Context: an optimization exercise on an open-source flow, tuned for small area, a short achievable clock period and few clock cycles per item. The choices shown serve that exercise and are no tape-out recipe. In this exercise RTL edits were held to simulation tests only and were not proved equivalent to the original. Power and IR drop assume default switching activity.

==> flow/design.v (outline; a module is shown in full before it is edited, if it fits) <==
// module voler_mac: 247 lines
// module vm_booth: 1035 lines
// module vm_csa: 7 lines
// module vm_ha: 4 lines
// module vm_pp: 3 lines
// module vm_fa: 4 lines
// module vm_add58: 480 lines
// module vm_pgi: 4 lines
// module vm_pgn: 4 lines
// module vm_gi: 3 lines
// module vm_gn: 3 lines
module voler_mac (
    input  wire        clk,
    input  wire        rst,
    input  wire        in_valid,
    output wire        in_ready,
    input  wire [31:0] in_instr,
    input  wire [23:0] in_x0,
    input  wire [23:0] in_y0,
    input  wire [23:0] in_x1,
    input  wire [23:0] in_y1,
    output reg         out_valid,
    output reg  [23:0] out_data
);
  // ...
==> flow/flow/run.sh <==
#!/bin/bash
# The standard layout (standard.sh) with these changes:
#  - flow/post_synth.tcl runs after the standard synthesis netlist is loaded
#    (synthesis buffers removed, Booth select cells at minimum size);
#  - the port buffers are buf_2 cells;
#  - repair_timing is asked for extra setup margin at the design's clock
#    period; the SDC is not changed.
# Make's output goes to flow_make.log here; ORFS keeps each step's full log
# under orfs/logs.
set -euo pipefail
MARGIN=14.8
bash standard.sh SETUP_SLACK_MARGIN=$MARGIN POST_SYNTH_TCL=$PWD/flow/post_synth.tcl \
  "BUFFER_PORTS_ARGS=-buffer_cell sky130_fd_sc_hd__buf_2" finish > flow_make.log 2>&1
==> flow/flow/post_synth.tcl <==
# Runs inside ORFS's synth_odb step (POST_SYNTH_TCL), after the standard
# synthesis netlist is loaded: drop the buffers that synthesis inserted and
# put every combinational cell at drive strength 1 (synthesis upsizes for an
# unreachable delay target); the resizer rebuffers and upsizes later where
# the layout's timing needs it. Registers are not touched.
remove_buffers
set n 0
foreach inst [get_cells *] {
  set ref [get_property $inst ref_name]
  if { ![regexp {^(sky130_fd_sc_hd__)(\w+)_([0-9]+)$} $ref -> pre base size] } { continue }
  if { $size < 2 } { continue }
  if { [regexp {^(e?dfx|dfr|dfs|dfb|sdf|dl|clk|conb|tap|fill|decap|buf|inv$)} $base] } { continue }
  set lc [get_lib_cells -quiet */${pre}${base}_1]
  if { $lc == "" } { continue }
  if { [get_property $lc area] >= [get_property [get_lib_cells */$ref] area] } { continue }
  replace_cell $inst $lc
  incr n
}
puts "post_synth: downsized $n cells to drive strength 1"
==> flow/standard.sh <==
#!/bin/bash
# synth_recipe.tcl (not shown) runs the flow's synth.tcl, then flattens the netlist and writes it again
# the make line also repeats each setting of config.mk as NAME=value (left out here)
make -C /OpenROAD-flow-scripts/flow DESIGN_CONFIG=/design/flow/config.mk WORK_HOME=/design/flow/orfs CLKGATE_MAP_FILE= SYNTH_SCRIPT=/design/flow/synth_recipe.tcl "${@:-finish}"
==> flow/config.mk <==
export PLATFORM = sky130hd
export DESIGN_NAME = voler_mac
export DESIGN_NICKNAME = voler_mac
export VERILOG_FILES = /design/flow/design.v
export SDC_FILE = /design/flow/constraint.sdc
export NUM_CORES = 4
export LEC_CHECK = 0
export CAP_MARGIN = 20
export CORE_MARGIN = 2
export CORE_UTILIZATION = 40
export SLEW_MARGIN = 20
export SYNTH_HIERARCHICAL = 1
export TNS_END_PERCENT = 10
==> flow/constraint.sdc <==
create_clock -name core_clock -period 20.0 [get_ports {clk}]
set_input_delay 4.0000 -clock core_clock [delete_from_list [all_inputs] [get_ports {clk}]]
set_output_delay 4.0000 -clock core_clock [all_outputs]
set_load 0.01 [all_outputs]
==> impl_table.tex, run 1 <==
\begin{tabular}{lr}
\hline
Metric & Value \\
\hline
\multicolumn{2}{l}{\textbf{Power and ir drop}} \\
Part of the total power dissipated in the clock network & 0.096 \\
Peak ir drop on the vdd network & 0.224 mV \\
Top power group & combinational logic \\
Combinational Power & 12.3 mW \\
\multicolumn{2}{l}{\textbf{Status}} \\
Result of the run & timing/DRC/antenna clean \\
\multicolumn{2}{l}{\textbf{Setup path}} \\
CP max stage cell & sky130\_fd\_sc\_hd\_\_a21oi\_1 \\
Crit. End Element & register \\
Destination of the critical timing path & ovg[3]\$\_SDFF\_PP0\_ \\
Start-to-end type of the worst setup path & reg -> reg \\
Capturing point of the worst reg2reg path & ovg[3]\$\_SDFF\_PP0\_ \\
\multicolumn{2}{l}{\textbf{STA}} \\
Peak clock frequency supported by timing & 176 MHz \\
Worst Slack Setup Final & 14.32 ns \\
\multicolumn{2}{l}{\textbf{Flow run}} \\
Max-capacitance violation count & 0 \\
\multicolumn{2}{l}{\textbf{Clocking}} \\
Clk Latency, worst-skew pair & 0.74 ns \\
Root Buffer Master & sky130\_fd\_sc\_hd\_\_clkbuf\_16 \\
Clock tree from TritonCTS & yes \\
Clock Pin Slew Worst Setup and Hold Paths & 0.07 ns \\
\multicolumn{2}{l}{\textbf{Layout}} \\
Seq\_cells & 676 \\
Synthesis-to-finish area growth & 19.0\% \\
Total number of multi-input combinational cells & 5,850 \\
Fraction of standard cell area in multi-input logic & 0.671 \\
\multicolumn{2}{l}{\textbf{Global routing}} \\
Met3 Usage GRT & 0.0807 \\
Most used routing layer & met2 \\
Maximum number of pins on one net before global-route repair & 101 \\
Initial antenna violation count & 10 \\
\multicolumn{2}{l}{\textbf{Detailed routing}} \\
First-iteration detailed-routing DRC count & 8,174 \\
Count of nets left with antenna violations after detail routing & 0 \\
Post-route met1 wirelength & 123 mm \\
First-pass iteration count of the detailed router & 10 \\
\multicolumn{2}{l}{\textbf{Placement}} \\
Placed Cells incl. Taps & 9,179 \\
Setup slack after placement & 12.85 ns \\
\multicolumn{2}{l}{\textbf{Floorplanning}} \\
Tap cell instance count & 2,160 \\
Total die area & 164,000 sq um \\
Initial core utilization & 0.402 \\
DIE HEIGHT & 405 microns \\
Horizontal die dimension & 405 microns \\
\multicolumn{2}{l}{\textbf{Synth}} \\
Summed instance area of the synthesized netlist & 64,400 sq um \\
\hline
\end{tabular}
Testbench counts, summed over its fixed seeds: cycles 160,024, items 160,000.
==> module voler_mac, before the edit <==
module voler_mac (
    input  wire        clk,
    input  wire        rst,
    input  wire        in_valid,
    output wire        in_ready,
    input  wire [31:0] in_instr,
    input  wire [23:0] in_x0,
    input  wire [23:0] in_y0,
    input  wire [23:0] in_x1,
    input  wire [23:0] in_y1,
    output reg         out_valid,
    output reg  [23:0] out_data
);
    assign in_ready = 1'b1;
    reg        v0;
    reg [7:0]  op0;
    reg [23:0] f0;
    reg [24:0] x0_0, x1_0;
    reg [11:0] one0_0, two0_0, sgn0_0, one1_0, two1_0, sgn1_0;
    wire       in_dmac = in_instr[31:24] == 8'h42;
    wire       in_mac2 = in_instr[31:24] == 8'h41;
    wire [24:0] yb0 = {in_y0, 1'b0};
    wire [24:0] yb1 = {in_y1, 1'b0};
    genvar gi;
    generate for (gi = 0; gi < 12; gi = gi + 1) begin : benc
        always @(posedge clk) begin
            one0_0[gi] <= yb0[2*gi+1] ^ yb0[2*gi];
            two0_0[gi] <= (yb0[2*gi+2] && !yb0[2*gi+1] && !yb0[2*gi]) ||
                          (!yb0[2*gi+2] && yb0[2*gi+1] && yb0[2*gi]);
            sgn0_0[gi] <= in_dmac ? yb0[2*gi+2] ^ in_instr[3] : yb0[2*gi+2] ^ in_instr[21];
            one1_0[gi] <= yb1[2*gi+1] ^ yb1[2*gi];
            two1_0[gi] <= (yb1[2*gi+2] && !yb1[2*gi+1] && !yb1[2*gi]) ||
                          (!yb1[2*gi+2] && yb1[2*gi+1] && yb1[2*gi]);
            sgn1_0[gi] <= in_mac2 ? yb1[2*gi+2] ^ in_instr[21] : yb1[2*gi+2] ^ in_instr[2];
        end
    end endgenerate
    reg        dbl0;           
    reg        frac_fe;        
    wire       s0_dstart = v0 && op0 == 8'h03;
    wire       s0_wfrac  = v0 && op0 == 8'h51 && f0[6];
    wire       frac_nx   = (s0_dstart || s0_wfrac) ? f0[2] : frac_fe;
    always @(posedge clk) begin
        if (rst) begin
            v0      <= 1'b0;
            frac_fe <= 1'b1;
        end else begin
            v0      <= in_valid;
            frac_fe <= frac_nx;
        end
        op0  <= in_instr[31:24];
        f0   <= in_instr[23:0];
        x0_0 <= frac_nx ? {in_x0, 1'b0} : {in_x0[23], in_x0};
        x1_0 <= frac_nx ? {in_x1, 1'b0} : {in_x1[23], in_x1};
        dbl0 <= frac_nx;
    end
    wire d_mac   = op0 == 8'h40 || op0 == 8'h43;
    wire d_mac2  = op0 == 8'h41;
    wire d_dmac  = op0 == 8'h42;
    wire d_tapx  = op0 == 8'h44;
    wire d_adda  = op0 == 8'h48;
    wire d_accld = op0 == 8'h49;
    wire d_ash   = op0 == 8'h4A;
    wire d_rda   = op0 == 8'h4B;
    wire d_sta   = op0 == 8'h23;
    wire d_rdesr = op0 == 8'h50;
    wire d_wresr = op0 == 8'h51;
    wire d_end   = op0 == 8'h02;
    wire d_dstart= op0 == 8'h03;
    wire [57:0] ms0, mc0, ms1, mc1;
    vm_booth mul0 (.x(x0_0), .one(one0_0), .two(two0_0), .neg(sgn0_0), .s(ms0), .c(mc0));
    vm_booth mul1 (.x(x1_0), .one(one1_0), .two(two1_0), .neg(sgn1_0), .s(ms1), .c(mc1));
    wire [47:0] u2 = ms1[47:0] & {48{d_mac2}};
    wire [47:0] u3 = {mc1[47:2], 1'b0, mc1[0]} & {48{d_mac2}};
    wire [47:0] l1s, l1k, l2s, l2k;
    vm_csa #(48) csa1 (.a(ms0[47:0]), .b({mc0[47:2], 1'b0, mc0[0]}), .c(u2), .s(l1s), .k(l1k));
    vm_csa #(48) csa2 (.a(l1s), .b({l1k[46:0], 1'b0}), .c(u3), .s(l2s), .k(l2k));
    reg        v1;
    reg [48:0] pas_1;           
    reg [49:1] pac_1;           
    reg [47:0] s1_1, c1_1;
    reg [23:0] ldx_1;
    reg [3:0]  a1, b1;         
    reg        e_acc, e_dmac, e_adda, e_accld, e_ash, e_rd, e_esr, e_end, e_wresr, e_dstart;
    reg        e_clr, e_suba, e_subb, e_mac2, e_rnd, e_lim;
    reg [1:0]  e_view;
    reg [2:0]  e_pos;
    reg [4:0]  e_k;
    reg [4:0]  e_sh;           
    reg        frac, cmpat, satacc;
    always @(posedge clk) begin
        if (rst) begin
            v1     <= 1'b0;
            frac   <= 1'b1;
            cmpat  <= 1'b0;
            satacc <= 1'b0;
        end else begin
            v1 <= v0;
            if (v0 && d_dstart) begin
                satacc <= f0[0];
                cmpat  <= f0[1];
                frac   <= f0[2];
            end
            if (v0 && d_wresr) begin
                if (f0[4]) satacc <= f0[0];
                if (f0[5]) cmpat  <= f0[1];
                if (f0[6]) frac   <= f0[2];
            end
        end
        pas_1  <= {~d_mac2 ^ l1k[47], l2s};
        pac_1  <= {~d_mac2 & l1k[47], l2k};
        s1_1   <= ms1[47:0];
        c1_1   <= {mc1[47:2], 1'b0, mc1[0]};
        ldx_1  <= dbl0 ? x0_0[24:1] : x0_0[23:0];
        a1     <= 4'd1 << f0[23:22];
        b1     <= 4'd1 << f0[21:20];
        e_acc  <= d_mac || d_mac2 || d_dmac || d_tapx || d_adda;
        e_dmac <= d_dmac;
        e_adda <= d_adda;
        e_mac2 <= d_mac2;
        e_accld<= d_accld;
        e_ash  <= d_ash;
        e_rd   <= d_rda || d_sta;
        e_lim  <= d_sta || (d_rda && f0[20:19] == 2'd0);
        e_view <= d_sta ? 2'd0 : f0[20:19];
        e_rnd  <= f0[21];
        e_esr  <= d_rdesr;
        e_end  <= d_end;
        e_wresr<= d_wresr;
        e_dstart <= d_dstart;
        e_clr  <= (d_mac || d_mac2) && f0[20];
        e_suba <= d_dmac ? f0[3] : d_adda ? f0[19] : f0[21];
        e_subb <= f0[2];
        e_pos  <= f0[15:13];
        e_k    <= f0[12:8];
        e_sh   <= 5'd8 - f0[12:8];
    end
    reg [55:0] accr0, accr1, accr2, accr3;
    reg [3:0]  kp, hi, lo;
    reg [3:0]  ovg;
    reg        lflag;
    reg [55:0] raw_a, raw_b;
    always @(*) begin
        raw_a = ({56{a1[0]}} & accr0) | ({56{a1[1]}} & accr1) |
                ({56{a1[2]}} & accr2) | ({56{a1[3]}} & accr3);
        raw_b = ({56{b1[0]}} & accr0) | ({56{b1[1]}} & accr1) |
                ({56{b1[2]}} & accr2) | ({56{b1[3]}} & accr3);
    end
    wire [55:0] acc_a  = ({56{|(kp & a1)}} & raw_a) | {|(hi & a1), {55{|(lo & a1)}}};
    wire [55:0] acc_b  = ({56{|(kp & b1)}} & raw_b) | {|(hi & b1), {55{|(lo & b1)}}};
    wire [47:0] l3s, l3k, lbs, lbk;
    wire [57:0] p2s = {9'h1FF, pas_1};
    wire [57:0] p2k = {8'h00, pac_1, 1'b0};
    wire        sa  = e_suba;
    wire [57:0] pa  = e_adda ? ({{2{acc_b[55]}}, acc_b} ^ {58{sa}}) : p2s;
    wire [57:0] qa  = e_adda ? 58'd0 : p2k;
    wire [57:0] base_a = e_clr ? 58'd0 : {{2{acc_a[55]}}, acc_a};
    vm_csa #(48) csa3 (.a(pa[47:0]), .b(qa[47:0]), .c(base_a[47:0]), .s(l3s), .k(l3k));
    wire [9:0]  h3s = pa[57:48] ^ qa[57:48] ^ base_a[57:48];
    wire [9:0]  h3k = (pa[57:48] & qa[57:48]) | (pa[57:48] & base_a[57:48]) | (qa[57:48] & base_a[57:48]);
    wire [57:0] sum_a;
    vm_add58 adda (.a({h3s, l3s}), .b({h3k[8:0], l3k, e_adda & sa}), .s(sum_a));
    wire        ovf_a = (sum_a[57:55] != 3'b000) && (sum_a[57:55] != 3'b111);
    wire [57:0] base_b = {{2{acc_b[55]}}, acc_b};
    vm_csa #(48) csab (.a(s1_1), .b(c1_1), .c(base_b[47:0]), .s(lbs), .k(lbk));
    wire [57:0] sum_b;
    vm_add58 addb (.a({~base_b[57:48], lbs}), .b({base_b[56:48], lbk, 1'b0}), .s(sum_b));
    wire        ovf_b  = (sum_b[57:55] != 3'b000) && (sum_b[57:55] != 3'b111);
    wire        hi_b   = satacc && sum_b[57] && !(sum_b[56] && sum_b[55]);
    wire        lo_b   = satacc && !sum_b[57] && (sum_b[56] || sum_b[55]);
    wire signed [71:0] ash_x   = {{8{acc_a[55]}}, acc_a, 8'd0};
    wire        [71:0] ash_r   = ash_x >>> e_sh;
    wire               ash_ovf = (ash_r[63:55] != 9'h000) && (ash_r[63:55] != 9'h1FF);
    wire [23:0] ldx = ldx_1;
    reg  [55:0] ld_res;
    always @(*) begin
        ld_res = acc_a;
        case (e_pos)
            3'd0: ld_res = {{32{ldx[23]}}, ldx};
            3'd1: ld_res = {{8{ldx[23]}}, ldx, 24'd0};
            3'd2: ld_res[55:32] = ldx;
            3'd3: ld_res[31:8]  = ldx;
            3'd4: ld_res[7:0]   = ldx[7:0];
            default: ;
        endcase
    end
    wire [31:0] lr_f    = acc_a[55:24];
    wire        lr_half = acc_a[23];
    wire        lr_rest = |acc_a[22:0];
    wire        lr_up   = e_rnd && lr_half && (lr_rest || cmpat || lr_f[0]);
    wire        lr_top0 = lr_f[30:23] == 8'h00;
    wire        lr_top1 = lr_f[30:23] == 8'hFF;
    wire        lr_low1 = &lr_f[22:0];
    wire        lr_hi   = !lr_f[31] && (!lr_top0 || (lr_low1 && lr_up));
    wire        lr_lo   = lr_f[31] && !lr_top1 &&
                          !(lr_f[30:24] == 7'h7F && !lr_f[23] && lr_low1 && lr_up);
    wire [23:0] lr_inc  = lr_f[23:0] + {23'd0, lr_up};
    wire [23:0] lr_val  = lr_hi ? 24'h7FFFFF : lr_lo ? 24'h800000 : lr_inc;
    reg [23:0] rd_val;
    always @(*) begin
        case (e_view)
            2'd0: rd_val = lr_val;
            2'd1: rd_val = acc_a[55:32];
            2'd2: rd_val = acc_a[31:8];
            default: rd_val = {16'd0, acc_a[7:0]};
        endcase
    end
    wire [23:0] esr_word    = {11'd0, lflag, ovg, 5'd0, frac, cmpat, satacc};
    wire [23:0] status_word = {15'd0, satacc, cmpat, frac, 1'b0, lflag, ovg};
    wire        wr_a  = v1 && (e_acc || e_accld || e_ash);
    wire        wr_b  = v1 && e_dmac;
    wire [55:0] new_a = e_acc ? sum_a[55:0] : e_ash ? ash_r[55:0] : ld_res;
    wire        ov_a  = e_acc ? ovf_a : e_ash ? ash_ovf : 1'b0;
    wire        sat_acc = satacc && e_acc;
    wire        sat_ash = satacc && e_ash && ash_ovf;
    wire        hi_a  = (sat_acc && sum_a[57] && !(sum_a[56] && sum_a[55])) || (sat_ash && ash_r[63]);
    wire        lo_a  = (sat_acc && !sum_a[57] && (sum_a[56] || sum_a[55])) || (sat_ash && !ash_r[63]);
    wire [55:0] res_b = sum_b[55:0];
    wire [3:0]  wa = {4{wr_a}} & a1;
    wire [3:0]  wb = {4{wr_b}} & b1;
    always @(posedge clk) begin
        if (wa[0]) accr0 <= new_a; else if (wb[0]) accr0 <= res_b;
        if (wa[1]) accr1 <= new_a; else if (wb[1]) accr1 <= res_b;
        if (wa[2]) accr2 <= new_a; else if (wb[2]) accr2 <= res_b;
        if (wa[3]) accr3 <= new_a; else if (wb[3]) accr3 <= res_b;
    end
    always @(posedge clk) begin
        if (rst) begin
            kp <= 4'd0; hi <= 4'd0; lo <= 4'd0;
            ovg <= 4'd0;
            lflag <= 1'b0;
            out_valid <= 1'b0;
        end else begin
            kp <= (wa & {4{!(hi_a || lo_a)}}) | (wb & {4{!(hi_b || lo_b)}}) | (~(wa | wb) & kp);
            hi <= (wa & {4{hi_a}}) | (wb & {4{hi_b}}) | (~(wa | wb) & hi);
            lo <= (wa & {4{lo_a}}) | (wb & {4{lo_b}}) | (~(wa | wb) & lo);
            if (v1 && (e_wresr || e_dstart)) begin
                ovg <= e_dstart ? 4'd0 : ovg & ~e_k[3:0];
                if (e_dstart || e_k[4]) lflag <= 1'b0;
            end else begin
                ovg <= ovg | (wa & {4{ov_a}}) | (wb & {4{ovf_b}});
                if (v1 && e_rd && e_lim && (lr_hi || lr_lo)) lflag <= 1'b1;
            end
            out_valid <= v1 && (e_rd || e_esr || e_end);
        end
        out_data <= e_rd ? rd_val : e_esr ? esr_word : status_word;
    end
endmodule
==> run 2: changes to the inputs <==
--- a/flow/design.v
+++ b/flow/design.v
@@ -79,5 +79,4 @@
     reg [49:1] pac_1;           
     reg [47:0] s1_1, c1_1;
-    reg [23:0] ldx_1;
     reg [3:0]  a1, b1;         
     reg        e_acc, e_dmac, e_adda, e_accld, e_ash, e_rd, e_esr, e_end, e_wresr, e_dstart;
@@ -109,7 +108,6 @@
         pas_1  <= {~d_mac2 ^ l1k[47], l2s};
         pac_1  <= {~d_mac2 & l1k[47], l2k};
-        s1_1   <= ms1[47:0];
+        s1_1   <= d_accld ? {24'd0, dbl0 ? x0_0[24:1] : x0_0[23:0]} : ms1[47:0];
         c1_1   <= {mc1[47:2], 1'b0, mc1[0]};
-        ldx_1  <= dbl0 ? x0_0[24:1] : x0_0[23:0];
         a1     <= 4'd1 << f0[23:22];
         b1     <= 4'd1 << f0[21:20];
@@ -138,4 +136,7 @@
     reg [3:0]  kp, hi, lo;
     reg [3:0]  ovg;
+    reg [3:0]  ovp_wa, ovp_wb;
+    reg        ovp_a, ovp_b;
+    wire [3:0] ovg_now = ovg | (ovp_wa & {4{ovp_a}}) | (ovp_wb & {4{ovp_b}});
     reg        lflag;
     reg [55:0] raw_a, raw_b;
@@ -171,5 +172,5 @@
     wire        [71:0] ash_r   = ash_x >>> e_sh;
     wire               ash_ovf = (ash_r[63:55] != 9'h000) && (ash_r[63:55] != 9'h1FF);
-    wire [23:0] ldx = ldx_1;
+    wire [23:0] ldx = s1_1[23:0];
     reg  [55:0] ld_res;
     always @(*) begin
@@ -194,6 +195,6 @@
     wire        lr_lo   = lr_f[31] && !lr_top1 &&
                           !(lr_f[30:24] == 7'h7F && !lr_f[23] && lr_low1 && lr_up);
-    wire [23:0] lr_inc  = lr_f[23:0] + {23'd0, lr_up};
-    wire [23:0] lr_val  = lr_hi ? 24'h7FFFFF : lr_lo ? 24'h800000 : lr_inc;
+    wire [23:0] lr_f1   = lr_f[23:0] + 24'd1;
+    wire [23:0] lr_val  = lr_hi ? 24'h7FFFFF : lr_lo ? 24'h800000 : lr_up ? lr_f1 : lr_f[23:0];
     reg [23:0] rd_val;
     always @(*) begin
@@ -205,9 +206,9 @@
         endcase
     end
-    wire [23:0] esr_word    = {11'd0, lflag, ovg, 5'd0, frac, cmpat, satacc};
-    wire [23:0] status_word = {15'd0, satacc, cmpat, frac, 1'b0, lflag, ovg};
+    wire [23:0] esr_word    = {11'd0, lflag, ovg_now, 5'd0, frac, cmpat, satacc};
+    wire [23:0] status_word = {15'd0, satacc, cmpat, frac, 1'b0, lflag, ovg_now};
     wire        wr_a  = v1 && (e_acc || e_accld || e_ash);
     wire        wr_b  = v1 && e_dmac;
-    wire [55:0] new_a = e_acc ? sum_a[55:0] : e_ash ? ash_r[55:0] : ld_res;
+    wire [55:0] oth_a = e_ash ? ash_r[55:0] : ld_res;      
     wire        ov_a  = e_acc ? ovf_a : e_ash ? ash_ovf : 1'b0;
     wire        sat_acc = satacc && e_acc;
@@ -218,9 +219,11 @@
     wire [3:0]  wa = {4{wr_a}} & a1;
     wire [3:0]  wb = {4{wr_b}} & b1;
+    wire [3:0]  ws = wa & {4{e_acc}};       
+    wire [3:0]  wo = wa & {4{!e_acc}};      
     always @(posedge clk) begin
-        if (wa[0]) accr0 <= new_a; else if (wb[0]) accr0 <= res_b;
-        if (wa[1]) accr1 <= new_a; else if (wb[1]) accr1 <= res_b;
-        if (wa[2]) accr2 <= new_a; else if (wb[2]) accr2 <= res_b;
-        if (wa[3]) accr3 <= new_a; else if (wb[3]) accr3 <= res_b;
+        if (wa[0] || wb[0]) accr0 <= ({56{ws[0]}} & sum_a[55:0]) | ({56{wo[0]}} & oth_a) | ({56{wb[0]}} & res_b);
+        if (wa[1] || wb[1]) accr1 <= ({56{ws[1]}} & sum_a[55:0]) | ({56{wo[1]}} & oth_a) | ({56{wb[1]}} & res_b);
+        if (wa[2] || wb[2]) accr2 <= ({56{ws[2]}} & sum_a[55:0]) | ({56{wo[2]}} & oth_a) | ({56{wb[2]}} & res_b);
+        if (wa[3] || wb[3]) accr3 <= ({56{ws[3]}} & sum_a[55:0]) | ({56{wo[3]}} & oth_a) | ({56{wb[3]}} & res_b);
     end
     always @(posedge clk) begin
@@ -228,4 +231,6 @@
             kp <= 4'd0; hi <= 4'd0; lo <= 4'd0;
             ovg <= 4'd0;
+            ovp_wa <= 4'd0;
+            ovp_wb <= 4'd0;
             lflag <= 1'b0;
             out_valid <= 1'b0;
@@ -234,13 +239,17 @@
             hi <= (wa & {4{hi_a}}) | (wb & {4{hi_b}}) | (~(wa | wb) & hi);
             lo <= (wa & {4{lo_a}}) | (wb & {4{lo_b}}) | (~(wa | wb) & lo);
+            ovp_wa <= wa;
+            ovp_wb <= wb;
             if (v1 && (e_wresr || e_dstart)) begin
-                ovg <= e_dstart ? 4'd0 : ovg & ~e_k[3:0];
+                ovg <= e_dstart ? 4'd0 : ovg_now & ~e_k[3:0];
                 if (e_dstart || e_k[4]) lflag <= 1'b0;
             end else begin
-                ovg <= ovg | (wa & {4{ov_a}}) | (wb & {4{ovf_b}});
+                ovg <= ovg_now;
                 if (v1 && e_rd && e_lim && (lr_hi || lr_lo)) lflag <= 1'b1;
             end
             out_valid <= v1 && (e_rd || e_esr || e_end);
         end
+        ovp_a <= ov_a;
+        ovp_b <= ovf_b;
         out_data <= e_rd ? rd_val : e_esr ? esr_word : status_word;
     end
--- a/flow/config.mk
+++ b/flow/config.mk
@@ -8,5 +8,7 @@
 export CAP_MARGIN = 20
 export CORE_MARGIN = 2
-export CORE_UTILIZATION = 40
+export CORE_UTILIZATION = 45
+export CTS_CLUSTER_DIAMETER = 100
+export CTS_CLUSTER_SIZE = 20
 export SLEW_MARGIN = 20
 export SYNTH_HIERARCHICAL = 1
==> run 2 against run 1 <==
Still clean on timing, DRC and antenna. Combinational power is 4% higher. First-iteration DRC count is 16% higher. Cell count is 0.12% higher. Sequential share of layout area is 0.65 points lower. Via count is 7.5% higher. Routed wire length is 5.8% higher. Critical path type unchanged. Critical endpoint is now accr3[45]$_DFFE_PP_. Largest cell class unchanged. Highest routed layer unchanged.
==> impl_table.tex, run 2 <==
\begin{tabular}{lr}
\hline
Metric & Value \\
\hline
\multicolumn{2}{l}{\textbf{Global routing}} \\
Maximum number of pins on one net before global-route repair & 86 (was 101) \\
Met3 Usage GRT & 0.0998 (was 0.0807) \\
Met1 demand-to-capacity share in global routing & 0.536 (was 0.488) \\
Overall global routing resource usage & 0.450 (was 0.393) \\
Vias in the first global route & 63,600 (was 60,100) \\
Initial antenna violation count & 9 (was 10) \\
Global-route wire length before repair & 482 mm (was 458 mm) \\
Remaining global-route overflow & 0 (unchanged) \\
Met2 Usage GRT & 0.711 (was 0.601) \\
Most used routing layer & met2 (unchanged) \\
\multicolumn{2}{l}{\textbf{Floorplanning}} \\
Cell Rows & 140 (was 147) \\
Total die area & 149,000 sq um (was 164,000 sq um) \\
DIE HEIGHT & 386 microns (was 405 microns) \\
Horizontal die dimension & 386 microns (was 405 microns) \\
Std-Cell Core Area & 145,000 sq um (was 160,000 sq um) \\
Initial core utilization & 0.453 (was 0.402) \\
Top Ports & 157 (unchanged) \\
\multicolumn{2}{l}{\textbf{Clocking}} \\
H-Tree Level Count & 2 (was 3) \\
Worst-case clock buffer depth & 3 (unchanged) \\
Clock sink total & 662 (was 676) \\
Number of CTS-inserted buffers & 46 (was 80) \\
Clk Latency, worst-skew pair & 0.75 ns (was 0.74 ns) \\
Clock Pin Slew Worst Setup and Hold Paths & 0.09 ns (was 0.07 ns) \\
Clock tree from TritonCTS & yes (unchanged) \\
Root Buffer Master & sky130\_fd\_sc\_hd\_\_clkbuf\_16 (unchanged) \\
\multicolumn{2}{l}{\textbf{Setup path}} \\
Reg2reg start & a1[0]\$\_SDFF\_PP0\_ (was b1[2]\$\_SDFF\_PN0\_) \\
Worst reg2reg path depth & 19 (was 23) \\
Critical Path Most Common Cell & sky130\_fd\_sc\_hd\_\_nor2\_2 (was sky130\_fd\_sc\_hd\_\_nand2\_1) \\
List of cells traversed by the critical path & buf\_12, buf\_16, a22oi\_2, a22oi\_2, nor2\_2, nor2\_2, fa\_1, ha\_4, buf\_4, nand2\_2, nor2\_4, nand2\_1, nor2\_2, nand2\_1, o21ai\_4, xor2\_1, inv\_1, a32o\_1, o21ai\_0 (was buf\_12, a22oi\_2, buf\_6, nand2\_4, buf\_4, a21oi\_1, xor2\_2, nand2\_1, ha\_1, ha\_1, nand2\_1, nor2\_1, nand2\_1, nor2\_2, nand2\_1, o21ai\_4, xor2\_4, or2\_2, o211ai\_1, buf\_4, o41a\_1, o21a\_1, nor3\_1) \\
Number of cells on the critical path & 19 (was 23) \\
Start-to-end type of the worst setup path & reg -> reg (unchanged) \\
Slack of the worst reg-to-reg path & 14.49 ns (was 14.32 ns) \\
CP Launch Point & a1[0]\$\_SDFF\_PP0\_ (was b1[2]\$\_SDFF\_PN0\_) \\
Crit. End Element & register (unchanged) \\
Highest net fanout along the worst path & 30 (was 32) \\
Arr. time, crit path & 6.07 ns (was 6.26 ns) \\
Worst path required time & 20.56 ns (was 20.59 ns) \\
Slowest stage delay, CP & 0.55 ns (was 0.61 ns) \\
Capturing point of the worst reg2reg path & accr3[45]\$\_DFFE\_PP\_ (was ovg[3]\$\_SDFF\_PP0\_) \\
Cell type group with the largest total delay on the critical path & compound AO/OA/AOI/OAI gates (unchanged) \\
Crit path buffers/inverters & 4 (unchanged) \\
Worst Setup Start Kind & register (unchanged) \\
CP max stage cell & sky130\_fd\_sc\_hd\_\_a22oi\_2 (was sky130\_fd\_sc\_hd\_\_a21oi\_1) \\
\multicolumn{2}{l}{\textbf{STA}} \\
Final setup violating endpoints & 0 (unchanged) \\
Post-layout min period & 5.51 ns (was 5.68 ns) \\
Worst slew pin tran & 1.34 ns (was 1.27 ns) \\
Number of hold violations in the final report & 0 (unchanged) \\
Worst relative slew slack & 0.103 (was 0.149) \\
Fin Setup TNS & 0 ns (unchanged) \\
Final cycle utilization of the critical path & 0.275 (was 0.284) \\
Unrepaired setup endpoints after global routing & yes (unchanged) \\
Peak clock frequency supported by timing & 182 MHz (was 176 MHz) \\
Worst Slack Setup Final & 14.49 ns (was 14.32 ns) \\
Final Max Slew Viols & 0 (unchanged) \\
Skew final & 0.103 ns (was 0.0328 ns) \\
\multicolumn{2}{l}{\textbf{Power and ir drop}} \\
Pwr dens & 204 nW/um\^{}2 (was 210 nW/um\^{}2) \\
Static leakage power & 28.0 nW (was 28.3 nW) \\
Peak ir drop on the vdd network & 0.252 mV (was 0.224 mV) \\
Switching pwr & 8.81 mW (was 8.19 mW) \\
Total power & 15.9 mW (was 16.1 mW) \\
Switching Fraction & 0.555 (was 0.508) \\
Cell-internal power & 7.06 mW (was 7.94 mW) \\
Fraction of power consumed by sequential logic & 0.128 (was 0.141) \\
Relative contribution of combinational cells to total power & 0.807 (was 0.763) \\
Part of the total power dissipated in the clock network & 0.065 (was 0.096) \\
\multicolumn{2}{l}{\textbf{Layout}} \\
Layout net count & 8,452 (was 8,164) \\
Synthesis-to-finish area growth & 18.3\% (was 19.0\%) \\
Leading cell type in the layout, fill and taps excluded & sky130\_fd\_sc\_hd\_\_a22oi\_1 (unchanged) \\
Most used cells in the layout excluding fill and tap cells & sky130\_fd\_sc\_hd\_\_a22oi\_1, sky130\_fd\_sc\_hd\_\_xnor2\_1, sky130\_fd\_sc\_hd\_\_fa\_1, sky130\_fd\_sc\_hd\_\_nand2\_1, sky130\_fd\_sc\_hd\_\_dfxtp\_1 (was sky130\_fd\_sc\_hd\_\_a22oi\_1, sky130\_fd\_sc\_hd\_\_xnor2\_1, sky130\_fd\_sc\_hd\_\_nand2\_1, sky130\_fd\_sc\_hd\_\_fa\_1, sky130\_fd\_sc\_hd\_\_dfxtp\_1) \\
Fraction of layout instances using a drive strength above 1 & 0.178 (was 0.175) \\
\multicolumn{2}{l}{\textbf{Detailed routing}} \\
Count of nets left with antenna violations after detail routing & 0 (unchanged) \\
Total via count in the routed design & 65,300 (was 60,700) \\
Total DRC errors in the routed layout & 0 (unchanged) \\
Drt total wl & 350 mm (was 330 mm) \\
Mean routed wirelength per cell & 37.2 microns (was 35.2 microns) \\
First-iteration detailed-routing DRC count & 9,516 (was 8,174) \\
First-pass iteration count of the detailed router & 9 (was 10) \\
Vias per inst & 6.94 (was 6.47) \\
\multicolumn{2}{l}{\textbf{Hold path}} \\
Hold Path Origin & f0[13]\$\_DFF\_P\_ (was f0[14]\$\_DFF\_P\_) \\
Hold path depth & 0 (unchanged) \\
Sink of the worst hold path & e\_pos[0]\$\_DFF\_P\_ (was e\_pos[1]\$\_DFF\_P\_) \\
Hold/Removal Path Class & reg -> reg (unchanged) \\
\multicolumn{2}{l}{\textbf{Flow run}} \\
Max-capacitance violation count & 0 (unchanged) \\
\multicolumn{2}{l}{\textbf{Synth}} \\
Gate count after technology mapping & 6,799 (was 6,570) \\
Ys Warns & 7 (unchanged) \\
Synth Area per Inst & 9.68 sq um (was 9.80 sq um) \\
Summed instance area of the synthesized netlist & 65,800 sq um (was 64,400 sq um) \\
\multicolumn{2}{l}{\textbf{Placement}} \\
Port bufs & 151 (unchanged) \\
Half-perimeter wire length of the detailed placement result & 256 mm (was 240 mm) \\
Setup slack after placement & 12.60 ns (was 12.85 ns) \\
Routability Congestion & 1.09 (was 1.03) \\
\multicolumn{2}{l}{\textbf{Status}} \\
Result of the run & timing/DRC/antenna clean (unchanged) \\
\hline
\end{tabular}
==> run 2: repair_timing <==
| action | CTS | global route |
|---|---|---|
| gates cloned | 11 | 8 |
| resized for setup | 511 | 246 |
| setup endpoints to repair | 270 | 185 |
| pin swaps | 56 | 74 |
| hold buffers | 0 | 0 |
| buffers inserted | 75 | 68 |
==> run 2: routing by layer <==
metal	wire, microns	vias up
li1	-	26900
met2	155000	4972
met5	27	-
met1	121000	32100
met3	38600	1336
met4	34600	4
==> run 2: how the worst max path moves through the flow <==
stage,slack [ns],to
2_1_floorplan,14.60,sgn0_0[0]$_DFF_P_
3_3_place_gp,12.64,kp[3]$_SDFF_PP0_
3_5_place_dp,12.60,accr1[29]$_DFFE_PP_
4_1_cts,14.57,sgn0_0[5]$_DFF_P_
5_1_grt,14.55,accr0[44]$_DFFE_PP_
6_report,14.49,accr3[45]$_DFFE_PP_
==> run 2: final cells by class <==
| class | instances | area, sq um |
|---|---|---|
| antenna | 8 | 20.0 |
| clock buffer | 61 | 1260 |
| clock inverter | 16 | 241 |
| fill | 13400 | 67500 |
| inverter | 113 | 424 |
| multi-input combinational | 6077 | 53300 |
| sequential | 662 | 15600 |
| tap | 1917 | 2400 |
| timing repair buffer | 552 | 4700 |
==> run 2: stage by stage <==
stage,hold WS (ns),std cells,cell area [sq um],utilization
after CTS,0.334,9322,76000,0.523
after global placement,0.309,9159,71300,0.491
final,0.333,9406,77900,0.536
after floorplan,0.310,6849,66200,-
after global routing,0.339,9398,77800,0.535
after detailed placement,0.315,9159,71400,0.491
==> run 2: power groups by stage <==
stage | combinational [mW] | clock (mW) | sequential [mW]
after floorplan | 6.99 | 0 | 2.03
after global placement | 11.8 | 0 | 2.04
after detailed placement | 12.1 | 0 | 2.04
after CTS | 12.4 | 1.03 | 2.01
after global routing | 13.7 | 1.07 | 2.03
final | 12.8 | 1.03 | 2.03
Testbench counts of run 2, summed over its fixed seeds: cycles 160,024, items 160,000.
==> run 3: changes to the inputs <==
--- a/flow/flow/run.sh
+++ b/flow/flow/run.sh
@@ -9,5 +9,5 @@
 # under orfs/logs.
 set -euo pipefail
-MARGIN=14.8
+MARGIN=15.1
 bash standard.sh SETUP_SLACK_MARGIN=$MARGIN POST_SYNTH_TCL=$PWD/flow/post_synth.tcl \
   "BUFFER_PORTS_ARGS=-buffer_cell sky130_fd_sc_hd__buf_2" finish > flow_make.log 2>&1
--- a/flow/config.mk
+++ b/flow/config.mk
@@ -8,7 +8,5 @@
 export CAP_MARGIN = 20
 export CORE_MARGIN = 2
-export CORE_UTILIZATION = 45
-export CTS_CLUSTER_DIAMETER = 100
-export CTS_CLUSTER_SIZE = 20
+export CORE_UTILIZATION = 40
 export SLEW_MARGIN = 20
 export SYNTH_HIERARCHICAL = 1
==> run 3 against run 2 <==
Maximum frequency up 5.8%. Sequential cell count unchanged. Sequential share of layout area down 0.53 points. Synthesized cell count unchanged. Design area up 2.8%. First-iteration DRC count up 4.5%. Setup slack better by 0.30 ns. Clock power up 39%. Total power up 6.0%. Count of clock-buffer cells in the layout up 42. Clock skew down 0.053 ns. Critical endpoint is now accr0[48]$_DFFE_PP_. Largest cell class unchanged.
==> impl_table.tex, run 3 <==
\begin{tabular}{lr}
\hline
Metric & Value \\
\hline
\multicolumn{2}{l}{\textbf{Clocking}} \\
Number of hold buffers added after CTS & 0 (unchanged) \\
Clock tree from TritonCTS & yes (unchanged) \\
Number of CTS-inserted buffers & 76 (was 46) \\
Clock sink total & 662 (unchanged) \\
Clk Latency, worst-skew pair & 0.73 ns (was 0.75 ns) \\
Worst-case clock buffer depth & 3 (unchanged) \\
H-Tree Level Count & 3 (was 2) \\
Root Buffer Master & sky130\_fd\_sc\_hd\_\_clkbuf\_16 (unchanged) \\
Clock Pin Slew Worst Setup and Hold Paths & 0.06 ns (was 0.09 ns) \\
\multicolumn{2}{l}{\textbf{Detailed routing}} \\
First-pass iteration count of the detailed router & 9 (unchanged) \\
Total via count in the routed design & 65,700 (was 65,300) \\
Drt total wl & 335 mm (was 350 mm) \\
First-iteration detailed-routing DRC count & 9,948 (was 9,516) \\
Vias per inst & 6.78 (was 6.94) \\
Count of nets left with antenna violations after detail routing & 0 (unchanged) \\
Mean routed wirelength per cell & 34.6 microns (was 37.2 microns) \\
Total DRC errors in the routed layout & 0 (unchanged) \\
\multicolumn{2}{l}{\textbf{Floorplanning}} \\
Horizontal die dimension & 410 microns (was 386 microns) \\
DIE HEIGHT & 410 microns (was 386 microns) \\
Cell Rows & 148 (was 140) \\
Total die area & 168,000 sq um (was 149,000 sq um) \\
Std-Cell Core Area & 163,000 sq um (was 145,000 sq um) \\
Top Ports & 157 (unchanged) \\
Initial core utilization & 0.403 (was 0.453) \\
\multicolumn{2}{l}{\textbf{Setup path}} \\
Slack of the worst reg-to-reg path & 14.80 ns (was 14.49 ns) \\
Highest net fanout along the worst path & 34 (was 30) \\
Crit. End Element & register (unchanged) \\
CP max stage cell & sky130\_fd\_sc\_hd\_\_fa\_1 (was sky130\_fd\_sc\_hd\_\_a22oi\_2) \\
Worst path required time & 20.49 ns (was 20.56 ns) \\
Worst Setup Start Kind & register (unchanged) \\
Critical Path Most Common Cell & sky130\_fd\_sc\_hd\_\_o21ai\_2 (was sky130\_fd\_sc\_hd\_\_nor2\_2) \\
Start-to-end type of the worst setup path & reg -> reg (unchanged) \\
Arr. time, crit path & 5.70 ns (was 6.07 ns) \\
Cell type group with the largest total delay on the critical path & compound AO/OA/AOI/OAI gates (unchanged) \\
Crit path buffers/inverters & 2 (was 4) \\
Slowest stage delay, CP & 0.58 ns (was 0.55 ns) \\
List of cells traversed by the critical path & buf\_16, a22oi\_1, nand2\_1, a21oi\_4, nor2\_1, fa\_1, ha\_4, nand2\_4, o21ai\_2, a21oi\_2, buf\_4, o21ai\_1, a21oi\_1, o21ai\_2, xor2\_1, a221o\_2, a22o\_1 (was buf\_12, buf\_16, a22oi\_2, a22oi\_2, nor2\_2, nor2\_2, fa\_1, ha\_4, buf\_4, nand2\_2, nor2\_4, nand2\_1, nor2\_2, nand2\_1, o21ai\_4, xor2\_1, inv\_1, a32o\_1, o21ai\_0) \\
\multicolumn{2}{l}{\textbf{Power and ir drop}} \\
Relative contribution of combinational cells to total power & 0.795 (was 0.807) \\
Pwr dens & 210 nW/um\^{}2 (was 204 nW/um\^{}2) \\
Static leakage power & 28.5 nW (was 28.0 nW) \\
Cell-internal power & 7.63 mW (was 7.06 mW) \\
Fraction of power consumed by sequential logic & 0.120 (was 0.128) \\
Peak ir drop on the vdd network & 0.231 mV (was 0.252 mV) \\
Switching Fraction & 0.546 (was 0.555) \\
Part of the total power dissipated in the clock network & 0.085 (was 0.065) \\
Switching pwr & 9.19 mW (was 8.81 mW) \\
\multicolumn{2}{l}{\textbf{Global routing}} \\
Vias in the first global route & 64,500 (was 63,600) \\
Initial antenna violation count & 12 (was 9) \\
Maximum number of pins on one net before global-route repair & 77 (was 86) \\
Global-route wire length before repair & 472 mm (was 482 mm) \\
Overall global routing resource usage & 0.387 (was 0.450) \\
Remaining global-route overflow & 0 (unchanged) \\
\multicolumn{2}{l}{\textbf{STA}} \\
Final Max Slew Viols & 0 (unchanged) \\
Fin Setup TNS & 0 ns (unchanged) \\
Final setup violating endpoints & 0 (unchanged) \\
Post-layout min period & 5.20 ns (was 5.51 ns) \\
Worst slew pin tran & 1.23 ns (was 1.34 ns) \\
Peak clock frequency supported by timing & 192 MHz (was 182 MHz) \\
Number of hold violations in the final report & 0 (unchanged) \\
Unrepaired setup endpoints after global routing & yes (unchanged) \\
Worst relative slew slack & 0.176 (was 0.103) \\
Final cycle utilization of the critical path & 0.260 (was 0.275) \\
Skew final & 0.0503 ns (was 0.103 ns) \\
\multicolumn{2}{l}{\textbf{Layout}} \\
Synthesis-to-finish area growth & 21.6\% (was 18.3\%) \\
Post-Layout Cell Count & 9,702 (was 9,406) \\
Fraction of layout instances using a drive strength above 1 & 0.199 (was 0.178) \\
Post-layout util & 0.491 (was 0.536) \\
Layout net count & 8,461 (was 8,452) \\
Leading cell type in the layout, fill and taps excluded & sky130\_fd\_sc\_hd\_\_a22oi\_1 (unchanged) \\
Most used cells in the layout excluding fill and tap cells & sky130\_fd\_sc\_hd\_\_a22oi\_1, sky130\_fd\_sc\_hd\_\_xnor2\_1, sky130\_fd\_sc\_hd\_\_fa\_1, sky130\_fd\_sc\_hd\_\_nand2\_1, sky130\_fd\_sc\_hd\_\_dfxtp\_1 (unchanged) \\
\multicolumn{2}{l}{\textbf{Status}} \\
Result of the run & timing/DRC/antenna clean (unchanged) \\
\multicolumn{2}{l}{\textbf{Hold path}} \\
Hold/Removal Path Class & reg -> reg (unchanged) \\
\multicolumn{2}{l}{\textbf{Placement}} \\
Half-perimeter wire length of the detailed placement result & 238 mm (was 256 mm) \\
Routability Congestion & 1.18 (was 1.09) \\
Placed Cells incl. Taps & 9,400 (was 9,159) \\
Port bufs & 151 (unchanged) \\
\multicolumn{2}{l}{\textbf{Synth}} \\
Ys Warns & 7 (unchanged) \\
Gate count after technology mapping & 6,799 (unchanged) \\
Summed instance area of the synthesized netlist & 65,800 sq um (unchanged) \\
Synth Area per Inst & 9.68 sq um (unchanged) \\
\multicolumn{2}{l}{\textbf{Flow run}} \\
Max-capacitance violation count & 0 (unchanged) \\
\hline
\end{tabular}
-- run 3: path summary, 6_finish.rpt --
| kind | depth (start not counted) | end | start |
|---|---|---|---|
| max reg2reg | 17 | accr0[48]$_DFFE_PP_ | a1[2]$_SDFF_PN0_ |
| min | 0 | e_pos[1]$_DFF_P_ | f0[14]$_DFF_P_ |
| max | 17 | accr0[48]$_DFFE_PP_ | a1[2]$_SDFF_PN0_ |
| min reg2reg | 0 | e_pos[1]$_DFF_P_ | f0[14]$_DFF_P_ |
-- run 3: power groups by stage --
stage	clock [mW]	combinational, mW	sequential [mW]
after floorplan	0	7.01	2.03
after global placement	0	11.9	2.04
after detailed placement	0	12.2	2.04
after CTS	1.43	12.5	2.00
after global routing	1.48	14.3	2.02
final	1.43	13.4	2.02
-- run 3: stage by stage --
step | power, mW | hold WS, ns | setup slack (ns) | instance area [sq um]
2_1_floorplan | 9.04 | 0.310 | 14.60 | 66300
5_1_grt | 17.8 | 0.346 | 14.82 | 80000
6_report | 16.8 | 0.330 | 14.80 | 80100
4_1_cts | 15.9 | 0.327 | 14.81 | 77000
3_3_place_gp | 13.9 | 0.313 | 12.69 | 71600
3_5_place_dp | 14.2 | 0.312 | 12.70 | 71600
-- run 3: layout make-up --
class,instances,area (sq um)
Multi-Input combinational cell,6080,54600
Timing Repair Buffer,528,4280
Sequential cell,662,15600
Fill cell,15200,83100
Clock inverter,34,347
Antenna cell,7,17.5
Inverter,113,424
Clock buffer,103,2130
Tap cell,2175,2720
-- run 3: what timing repair did --
action | CTS | global route
setup buffers | 62 | 81
gates resized for setup | 486 | 496
pin swaps | 41 | 117
gates cloned | 13 | 2
setup endpoints to repair | 338 | 286
-- run 3: metal layers --
layer	vias up	wire length, microns	track usage
met4	10	31700	0.273
met2	5261	141000	0.579
li1	26900	-	-
met1	32200	119000	0.481
met5	-	68	0
met3	1350	43800	0.109
==> run 4: changes to the inputs <==
--- a/flow/design.v
+++ b/flow/design.v
@@ -140,13 +140,12 @@
     wire [3:0] ovg_now = ovg | (ovp_wa & {4{ovp_a}}) | (ovp_wb & {4{ovp_b}});
     reg        lflag;
-    reg [55:0] raw_a, raw_b;
-    always @(*) begin
-        raw_a = ({56{a1[0]}} & accr0) | ({56{a1[1]}} & accr1) |
-                ({56{a1[2]}} & accr2) | ({56{a1[3]}} & accr3);
-        raw_b = ({56{b1[0]}} & accr0) | ({56{b1[1]}} & accr1) |
-                ({56{b1[2]}} & accr2) | ({56{b1[3]}} & accr3);
-    end
-    wire [55:0] acc_a  = ({56{|(kp & a1)}} & raw_a) | {|(hi & a1), {55{|(lo & a1)}}};
-    wire [55:0] acc_b  = ({56{|(kp & b1)}} & raw_b) | {|(hi & b1), {55{|(lo & b1)}}};
+    wire [3:0]  ka = a1 & kp & {4{!e_clr}};
+    wire [3:0]  kb = b1 & kp;
+    wire [55:0] acc_a  = ({56{ka[0]}} & accr0) | ({56{ka[1]}} & accr1) |
+                         ({56{ka[2]}} & accr2) | ({56{ka[3]}} & accr3) |
+                         ({56{!e_clr}} & {|(hi & a1), {55{|(lo & a1)}}});
+    wire [55:0] acc_b  = ({56{kb[0]}} & accr0) | ({56{kb[1]}} & accr1) |
+                         ({56{kb[2]}} & accr2) | ({56{kb[3]}} & accr3) |
+                         {|(hi & b1), {55{|(lo & b1)}}};
     wire [47:0] l3s, l3k, lbs, lbk;
     wire [57:0] p2s = {9'h1FF, pas_1};
@@ -155,5 +154,5 @@
     wire [57:0] pa  = e_adda ? ({{2{acc_b[55]}}, acc_b} ^ {58{sa}}) : p2s;
     wire [57:0] qa  = e_adda ? 58'd0 : p2k;
-    wire [57:0] base_a = e_clr ? 58'd0 : {{2{acc_a[55]}}, acc_a};
+    wire [57:0] base_a = {{2{acc_a[55]}}, acc_a};
     vm_csa #(48) csa3 (.a(pa[47:0]), .b(qa[47:0]), .c(base_a[47:0]), .s(l3s), .k(l3k));
     wire [9:0]  h3s = pa[57:48] ^ qa[57:48] ^ base_a[57:48];
--- a/flow/flow/run.sh
+++ b/flow/flow/run.sh
@@ -9,5 +9,5 @@
 # under orfs/logs.
 set -euo pipefail
-MARGIN=15.1
+MARGIN=15.2
 bash standard.sh SETUP_SLACK_MARGIN=$MARGIN POST_SYNTH_TCL=$PWD/flow/post_synth.tcl \
   "BUFFER_PORTS_ARGS=-buffer_cell sky130_fd_sc_hd__buf_2" finish > flow_make.log 2>&1
==> run 4 against run 3 <==
Maximum frequency is essentially flat. Non-clock buffer count up 64. Area after synthesis decreased by 1.5%. Count of clock-buffer cells in the layout up 4. Hold slack got worse by 0.0013 ns. First-iteration DRC count is 5.8% lower. Synthesized cell count decreased by 3.9%. Register-to-register slack barely moved. Sequential share of layout area down 0.30 points. Design area increased by 2.7%. Cell count down 2.1%. Critical endpoint is now accr1[51]$_DFFE_PP_. Largest cell class unchanged. Highest routed layer unchanged.
==> impl_table.tex, run 4 <==
\begin{tabular}{lr}
\hline
Metric & Value \\
\hline
\multicolumn{2}{l}{\textbf{Status}} \\
Result of the run & timing/DRC/antenna clean (unchanged) \\
\multicolumn{2}{l}{\textbf{STA}} \\
Number of hold violations in the final report & 0 (unchanged) \\
Final cycle utilization of the critical path & 0.260 (about the same) \\
Final setup violating endpoints & 0 (unchanged) \\
Worst slew pin tran & 1.22 ns (was 1.23 ns) \\
Final Max Slew Viols & 0 (unchanged) \\
Skew final & 0.0557 ns (was 0.0503 ns) \\
Fin Setup TNS & 0 ns (unchanged) \\
Post-layout min period & 5.20 ns (about the same) \\
Peak clock frequency supported by timing & 192 MHz (about the same) \\
Worst relative slew slack & 0.185 (was 0.176) \\
Worst Slack Setup Final & 14.80 ns (about the same) \\
Unrepaired setup endpoints after global routing & yes (unchanged) \\
\multicolumn{2}{l}{\textbf{Layout}} \\
Post-Layout Cell Count & 9,498 (was 9,702) \\
Leading cell type in the layout, fill and taps excluded & sky130\_fd\_sc\_hd\_\_xnor2\_1 (was sky130\_fd\_sc\_hd\_\_a22oi\_1) \\
Most used cells in the layout excluding fill and tap cells & sky130\_fd\_sc\_hd\_\_xnor2\_1, sky130\_fd\_sc\_hd\_\_a22oi\_1, sky130\_fd\_sc\_hd\_\_fa\_1, sky130\_fd\_sc\_hd\_\_nand2\_1, sky130\_fd\_sc\_hd\_\_dfxtp\_1 (was sky130\_fd\_sc\_hd\_\_a22oi\_1, sky130\_fd\_sc\_hd\_\_xnor2\_1, sky130\_fd\_sc\_hd\_\_fa\_1, sky130\_fd\_sc\_hd\_\_nand2\_1, sky130\_fd\_sc\_hd\_\_dfxtp\_1) \\
Synthesis-to-finish area growth & 26.8\% (was 21.6\%) \\
Cell area after layout & 82,200 sq um (was 80,100 sq um) \\
Layout net count & 8,262 (was 8,461) \\
Fraction of layout instances using a drive strength above 1 & 0.238 (was 0.199) \\
\multicolumn{2}{l}{\textbf{Global routing}} \\
Overall global routing resource usage & 0.396 (was 0.387) \\
Vias in the first global route & 62,600 (was 64,500) \\
Global-route wire length before repair & 466 mm (was 472 mm) \\
Maximum number of pins on one net before global-route repair & 96 (was 77) \\
Remaining global-route overflow & 0 (unchanged) \\
Initial antenna violation count & 15 (was 12) \\
\multicolumn{2}{l}{\textbf{Floorplanning}} \\
Cell Rows & 147 (was 148) \\
Total die area & 165,000 sq um (was 168,000 sq um) \\
Top Ports & 157 (unchanged) \\
Horizontal die dimension & 407 microns (was 410 microns) \\
Std-Cell Core Area & 161,000 sq um (was 163,000 sq um) \\
Initial core utilization & 0.403 (about the same) \\
DIE HEIGHT & 407 microns (was 410 microns) \\
\multicolumn{2}{l}{\textbf{Flow run}} \\
Max-capacitance violation count & 0 (unchanged) \\
\multicolumn{2}{l}{\textbf{Clocking}} \\
Clock sink total & 662 (unchanged) \\
Clk Latency, worst-skew pair & 0.74 ns (was 0.73 ns) \\
Number of CTS-inserted buffers & 81 (was 76) \\
Clock Pin Slew Worst Setup and Hold Paths & 0.06 ns (about the same) \\
H-Tree Level Count & 3 (unchanged) \\
Number of hold buffers added after CTS & 0 (unchanged) \\
Root Buffer Master & sky130\_fd\_sc\_hd\_\_clkbuf\_16 (unchanged) \\
Clock tree from TritonCTS & yes (unchanged) \\
Worst-case clock buffer depth & 3 (unchanged) \\
\multicolumn{2}{l}{\textbf{Setup path}} \\
Worst path required time & 20.57 ns (was 20.49 ns) \\
Slowest stage delay, CP & 0.96 ns (was 0.58 ns) \\
Critical Path Most Common Cell & sky130\_fd\_sc\_hd\_\_buf\_12 (was sky130\_fd\_sc\_hd\_\_o21ai\_2) \\
Arr. time, crit path & 5.77 ns (was 5.70 ns) \\
CP max stage cell & sky130\_fd\_sc\_hd\_\_xor2\_1 (was sky130\_fd\_sc\_hd\_\_fa\_1) \\
Highest net fanout along the worst path & 6 (was 34) \\
List of cells traversed by the critical path & a22oi\_2, buf\_12, and2\_4, buf\_12, buf\_6, nand3\_4, buf\_12, fa\_2, ha\_4, a21oi\_4, o21ai\_4, a21oi\_1, o21ai\_1, a21oi\_1, o21ai\_1, xor2\_1, a22o\_1 (was buf\_16, a22oi\_1, nand2\_1, a21oi\_4, nor2\_1, fa\_1, ha\_4, nand2\_4, o21ai\_2, a21oi\_2, buf\_4, o21ai\_1, a21oi\_1, o21ai\_2, xor2\_1, a221o\_2, a22o\_1) \\
Worst Setup Start Kind & register (unchanged) \\
Crit. End Element & register (unchanged) \\
Start-to-end type of the worst setup path & reg -> reg (unchanged) \\
\multicolumn{2}{l}{\textbf{Detailed routing}} \\
Count of nets left with antenna violations after detail routing & 0 (unchanged) \\
First-pass iteration count of the detailed router & 8 (was 9) \\
Mean routed wirelength per cell & 36.1 microns (was 34.6 microns) \\
Total via count in the routed design & 64,500 (was 65,700) \\
Total DRC errors in the routed layout & 0 (unchanged) \\
First-iteration detailed-routing DRC count & 9,368 (was 9,948) \\
Drt total wl & 343 mm (was 335 mm) \\
Vias per inst & 6.79 (was 6.78) \\
\multicolumn{2}{l}{\textbf{Power and ir drop}} \\
Pwr dens & 209 nW/um\^{}2 (was 210 nW/um\^{}2) \\
Peak ir drop on the vdd network & 0.362 mV (was 0.231 mV) \\
Total power & 17.2 mW (was 16.8 mW) \\
Static leakage power & 29.7 nW (was 28.5 nW) \\
\multicolumn{2}{l}{\textbf{Synth}} \\
Gate count after technology mapping & 6,532 (was 6,799) \\
Synth Area per Inst & 9.92 sq um (was 9.68 sq um) \\
Ys Warns & 7 (unchanged) \\
Summed instance area of the synthesized netlist & 64,800 sq um (was 65,800 sq um) \\
\multicolumn{2}{l}{\textbf{Placement}} \\
Routability Congestion & 1.07 (was 1.18) \\
Half-perimeter wire length of the detailed placement result & 236 mm (was 238 mm) \\
Cell area after placement & 70,600 sq um (was 71,600 sq um) \\
Placed Cells incl. Taps & 9,123 (was 9,400) \\
Setup slack after placement & 12.77 ns (was 12.70 ns) \\
Port bufs & 151 (unchanged) \\
\multicolumn{2}{l}{\textbf{Hold path}} \\
Hold/Removal Path Class & reg -> reg (unchanged) \\
\hline
\end{tabular}
run 4: power breakdown:
group | total (mW) | switching (mW) | leakage, nW | internal, mW
clock | 1.54 | 0.661 | 1.37 | 0.882
combinational | 13.6 | 8.41 | 22.8 | 5.23
sequential | 2.00 | 0.210 | 5.51 | 1.79
run 4: layout make-up:
class | count | area, sq um
diodes | 7 | 17.5
clock inverters | 44 | 430
fillers | 14700 | 78600
repair buffers | 592 | 6510
clock buffers | 107 | 2350
flip-flops and latches | 662 | 15700
multi-input cells | 5755 | 53800
well taps | 2160 | 2700
inverters | 171 | 657
run 4: critical path, delay by kind of cell, from the launching register on:
family	cells	cell delay, ns
AO/OA/AOI/OAI	8	1.76
XOR/XNOR	1	0.96
adder cells (fa/ha/maj)	2	0.79
buffers and inverters	4	0.71
flip-flops	1	0.35
AND/OR/NAND/NOR	2	0.44
run 4: worst paths after layout:
| check | end | slack (ns) | depth (start not counted) | startpoint |
|---|---|---|---|---|
| setup / recovery | accr1[51]$_DFFE_PP_ | 14.80 | 17 | lo[1]$_SDFF_PP0_ |
| hold / removal | e_pos[1]$_DFF_P_ | 0.33 | 0 | f0[14]$_DFF_P_ |
| setup reg to reg | accr1[51]$_DFFE_PP_ | 14.80 | 17 | lo[1]$_SDFF_PP0_ |
| hold reg to reg | e_pos[1]$_DFF_P_ | 0.33 | 0 | f0[14]$_DFF_P_ |
run 4: metal layers:
| layer | track usage | routed length [microns] | up-vias |
|---|---|---|---|
| li1 | - | - | 26000 |
| met1 | 0.492 | 121000 | 32100 |
| met2 | 0.606 | 146000 | 5028 |
| met3 | 0.116 | 45000 | 1353 |
| met4 | 0.239 | 30700 | 8 |
| met5 | 0 | 167 | - |
run 4: metrics by stage:
stage,util,hold WS (ns)
CTS,0.489,0.334
floorplan,-,0.310
global placement,0.439,0.315
detailed placement,0.439,0.315
finish,0.511,0.329
global route,0.511,0.344
run 4: repair_timing:
item,4_1_cts,5_1_grt
buffers inserted,126,39
pin swaps,201,134
gates cloned,13,39
gates resized for setup,775,581
endpoints found under the setup margin,370,300
Testbench counts of run 4, summed over its fixed seeds: cycles 160,024, items 160,000.
==> run 5: changes to the inputs <==
--- a/flow/config.mk
+++ b/flow/config.mk
@@ -8,5 +8,7 @@
 export CAP_MARGIN = 20
 export CORE_MARGIN = 2
-export CORE_UTILIZATION = 40
+export CORE_UTILIZATION = 45
+export CTS_CLUSTER_DIAMETER = 100
+export CTS_CLUSTER_SIZE = 20
 export SLEW_MARGIN = 20
 export SYNTH_HIERARCHICAL = 1
==> run 5 against run 4 <==
Largest cell class unchanged. Clock power shrank 37%. Setup slack gained 0.031 ns. Design area shrank 1.6%. Total power shrank 3.7%. Critical path type unchanged. Synthesized cell count is the same. First-iteration DRC count shrank 0.94%. Hold slack gained 0.018 ns. Core utilization grew 5.3 points. Cell count shrank 3.4%. Highest routed layer unchanged. Count of clock-buffer cells in the layout shrank 48. Sequential cell count is the same. Still clean. Global-route usage grew 4.3 points.
==> impl_table.tex, run 5 <==
\begin{tabular}{lr}
\hline
Metric & Value \\
\hline
\multicolumn{2}{l}{\textbf{Setup path}} \\
CP Launch Point & b1[0]\$\_SDFF\_PP0\_ (was lo[1]\$\_SDFF\_PP0\_) \\
Destination of the critical timing path & accr1[49]\$\_DFFE\_PP\_ (was accr1[51]\$\_DFFE\_PP\_) \\
Arr. time, crit path & 5.72 ns (was 5.77 ns) \\
Slack of the worst reg-to-reg path & 14.83 ns (was 14.80 ns) \\
Worst reg2reg path depth & 17 (unchanged) \\
Worst path required time & 20.55 ns (was 20.57 ns) \\
Start-to-end type of the worst setup path & reg -> reg (unchanged) \\
List of cells traversed by the critical path & and2\_4, buf\_12, a22oi\_1, nand3\_4, xor2\_2, mux2\_4, fa\_1, ha\_4, a21oi\_4, o21ai\_4, a21oi\_2, o21ai\_1, a21oi\_2, o21ai\_2, xor2\_1, nand2b\_4, a32o\_1 (was a22oi\_2, buf\_12, and2\_4, buf\_12, buf\_6, nand3\_4, buf\_12, fa\_2, ha\_4, a21oi\_4, o21ai\_4, a21oi\_1, o21ai\_1, a21oi\_1, o21ai\_1, xor2\_1, a22o\_1) \\
Highest net fanout along the worst path & 42 (was 6) \\
Worst Setup Start Kind & register (unchanged) \\
Cell type group with the largest total delay on the critical path & compound AO/OA/AOI/OAI gates (unchanged) \\
Crit. End Element & register (unchanged) \\
Number of cells on the critical path & 17 (unchanged) \\
Reg2reg start & b1[0]\$\_SDFF\_PP0\_ (was lo[1]\$\_SDFF\_PP0\_) \\
Slowest stage delay, CP & 0.57 ns (was 0.96 ns) \\
Capturing point of the worst reg2reg path & accr1[49]\$\_DFFE\_PP\_ (was accr1[51]\$\_DFFE\_PP\_) \\
Crit path buffers/inverters & 1 (was 4) \\
Critical Path Most Common Cell & sky130\_fd\_sc\_hd\_\_a21oi\_2 (was sky130\_fd\_sc\_hd\_\_buf\_12) \\
\multicolumn{2}{l}{\textbf{Detailed routing}} \\
Drt total wl & 345 mm (was 343 mm) \\
First-pass iteration count of the detailed router & 7 (was 8) \\
Count of nets left with antenna violations after detail routing & 0 (unchanged) \\
Total via count in the routed design & 64,200 (was 64,500) \\
Mean routed wirelength per cell & 37.6 microns (was 36.1 microns) \\
Vias per inst & 7.00 (was 6.79) \\
First-iteration detailed-routing DRC count & 9,280 (was 9,368) \\
\multicolumn{2}{l}{\textbf{Clocking}} \\
Number of hold buffers added after CTS & 0 (unchanged) \\
Number of CTS-inserted buffers & 44 (was 81) \\
Clock tree from TritonCTS & yes (unchanged) \\
H-Tree Level Count & 2 (was 3) \\
Clk Latency, worst-skew pair & 0.72 ns (was 0.74 ns) \\
Clock Pin Slew Worst Setup and Hold Paths & 0.09 ns (was 0.06 ns) \\
Worst-case clock buffer depth & 3 (unchanged) \\
\multicolumn{2}{l}{\textbf{Floorplanning}} \\
Cell Rows & 139 (was 147) \\
Total die area & 147,000 sq um (was 165,000 sq um) \\
Horizontal die dimension & 384 microns (was 407 microns) \\
Std-Cell Core Area & 143,000 sq um (was 161,000 sq um) \\
Top Ports & 157 (unchanged) \\
DIE HEIGHT & 384 microns (was 407 microns) \\
Initial core utilization & 0.452 (was 0.403) \\
\multicolumn{2}{l}{\textbf{Placement}} \\
Port bufs & 151 (unchanged) \\
Setup slack after placement & 12.54 ns (was 12.77 ns) \\
Placed Cells incl. Taps & 8,860 (was 9,123) \\
\multicolumn{2}{l}{\textbf{Synth}} \\
Gate count after technology mapping & 6,532 (unchanged) \\
Ys Warns & 7 (unchanged) \\
Synth Area per Inst & 9.92 sq um (unchanged) \\
\multicolumn{2}{l}{\textbf{Flow run}} \\
Max-capacitance violation count & 0 (unchanged) \\
\multicolumn{2}{l}{\textbf{STA}} \\
Post-layout min period & 5.17 ns (was 5.20 ns) \\
Worst Slack Setup Final & 14.83 ns (was 14.80 ns) \\
Final cycle utilization of the critical path & 0.259 (was 0.260) \\
Number of hold violations in the final report & 0 (unchanged) \\
Final Max Slew Viols & 0 (unchanged) \\
Skew final & 0.0816 ns (was 0.0557 ns) \\
Fin Setup TNS & 0 ns (unchanged) \\
Worst slew pin tran & 1.39 ns (was 1.22 ns) \\
Post-route worst hold slack & 0.347 ns (was 0.329 ns) \\
\multicolumn{2}{l}{\textbf{Global routing}} \\
Remaining global-route overflow & 0 (unchanged) \\
Initial antenna violation count & 13 (was 15) \\
Vias in the first global route & 61,700 (was 62,600) \\
Global-route wire length before repair & 462 mm (was 466 mm) \\
Overall global routing resource usage & 0.439 (was 0.396) \\
\multicolumn{2}{l}{\textbf{Layout}} \\
Most used cells in the layout excluding fill and tap cells & sky130\_fd\_sc\_hd\_\_xnor2\_1, sky130\_fd\_sc\_hd\_\_a22oi\_1, sky130\_fd\_sc\_hd\_\_fa\_1, sky130\_fd\_sc\_hd\_\_nand2\_1, sky130\_fd\_sc\_hd\_\_dfxtp\_1 (unchanged) \\
Cell area after layout & 80,900 sq um (was 82,200 sq um) \\
Layout net count & 8,233 (was 8,262) \\
Leading cell type in the layout, fill and taps excluded & sky130\_fd\_sc\_hd\_\_xnor2\_1 (unchanged) \\
Post-layout util & 0.564 (was 0.511) \\
\multicolumn{2}{l}{\textbf{Power and ir drop}} \\
Pwr dens & 205 nW/um\^{}2 (was 209 nW/um\^{}2) \\
Peak ir drop on the vdd network & 0.221 mV (was 0.362 mV) \\
Static leakage power & 29.2 nW (was 29.7 nW) \\
\multicolumn{2}{l}{\textbf{Hold path}} \\
Hold/Removal Path Class & reg -> reg (unchanged) \\
Hold Path Origin & f0[13]\$\_DFF\_P\_ (was f0[14]\$\_DFF\_P\_) \\
\multicolumn{2}{l}{\textbf{Status}} \\
Result of the run & timing/DRC/antenna clean (unchanged) \\
\hline
\end{tabular}
==> run 5: layer usage <==
layer | global-route usage | up-vias | share of wire
met4 | 0.271 | 8 | 0.091
met5 | 0 | - | 0.00026
met2 | 0.682 | 5033 | 0.43
met3 | 0.120 | 1463 | 0.13
met1 | 0.542 | 31800 | 0.35
li1 | - | 25900 | -
==> run 5: area by class of cell <==
| class | count | area [sq um] |
|---|---|---|
| fill | 12600 | 62400 |
| multi-input combinational | 5753 | 54100 |
| sequential | 662 | 15700 |
| timing repair buffer | 602 | 6670 |
| tap | 1903 | 2380 |
| clock buffer | 59 | 1170 |
| inverter | 171 | 666 |
| clock inverter | 12 | 185 |
| antenna | 10 | 25.0 |
==> run 5: what timing repair did <==
item                                    CTS  global route
endpoints found under the setup margin  366           291
pin swaps                                77           219
cloned                                    7            45
buffers inserted                         85            92
resized for setup                       609           865
==> run 5: worst register-to-register path, cell delays in order (launching register included) <==
cell and delay [ns]:
sky130_fd_sc_hd__dfxtp_4 0.39, sky130_fd_sc_hd__and2_4 0.19, sky130_fd_sc_hd__buf_12 0.16, sky130_fd_sc_hd__a22oi_1 0.53, sky130_fd_sc_hd__nand3_4 0.27, sky130_fd_sc_hd__xor2_2 0.23, sky130_fd_sc_hd__mux2_4 0.32, sky130_fd_sc_hd__fa_1 0.57
sky130_fd_sc_hd__ha_4 0.25, sky130_fd_sc_hd__a21oi_4 0.22, sky130_fd_sc_hd__o21ai_4 0.11, sky130_fd_sc_hd__a21oi_2 0.25, sky130_fd_sc_hd__o21ai_1 0.16, sky130_fd_sc_hd__a21oi_2 0.26, sky130_fd_sc_hd__o21ai_2 0.15, sky130_fd_sc_hd__xor2_1 0.50
sky130_fd_sc_hd__nand2b_4 0.27, sky130_fd_sc_hd__a32o_1 0.18
==> run 5: where the power goes <==
part,total [mW],switching (mW),internal (mW)
combinational,13.6,8.34,5.23
sequential,2.01,0.228,1.78
clock,0.967,0.540,0.427
total,16.5,9.11,7.44
==> run 5: worst min path at each step <==
stage                                   to  slack [ns]  cells past startpoint
after floorplan           e_pos[0]$_DFF_P_        0.31                      0
after global placement    e_pos[0]$_DFF_P_        0.32                      0
after detailed placement  e_pos[1]$_DFF_P_        0.32                      0
after CTS                 e_pos[1]$_DFF_P_        0.35                      0
after global routing      e_pos[1]$_DFF_P_        0.35                      0
final                     e_pos[0]$_DFF_P_        0.35                      0

Re-timed with assumed drivers on the ports (clkbuf_16 on the clock, buf_2 on other inputs), run 5 has 14.739 ns of setup slack against 14.828 ns with ideal ports, and 14.254 ns once port delays also move by the mid clock arrival of 0.772 ns.
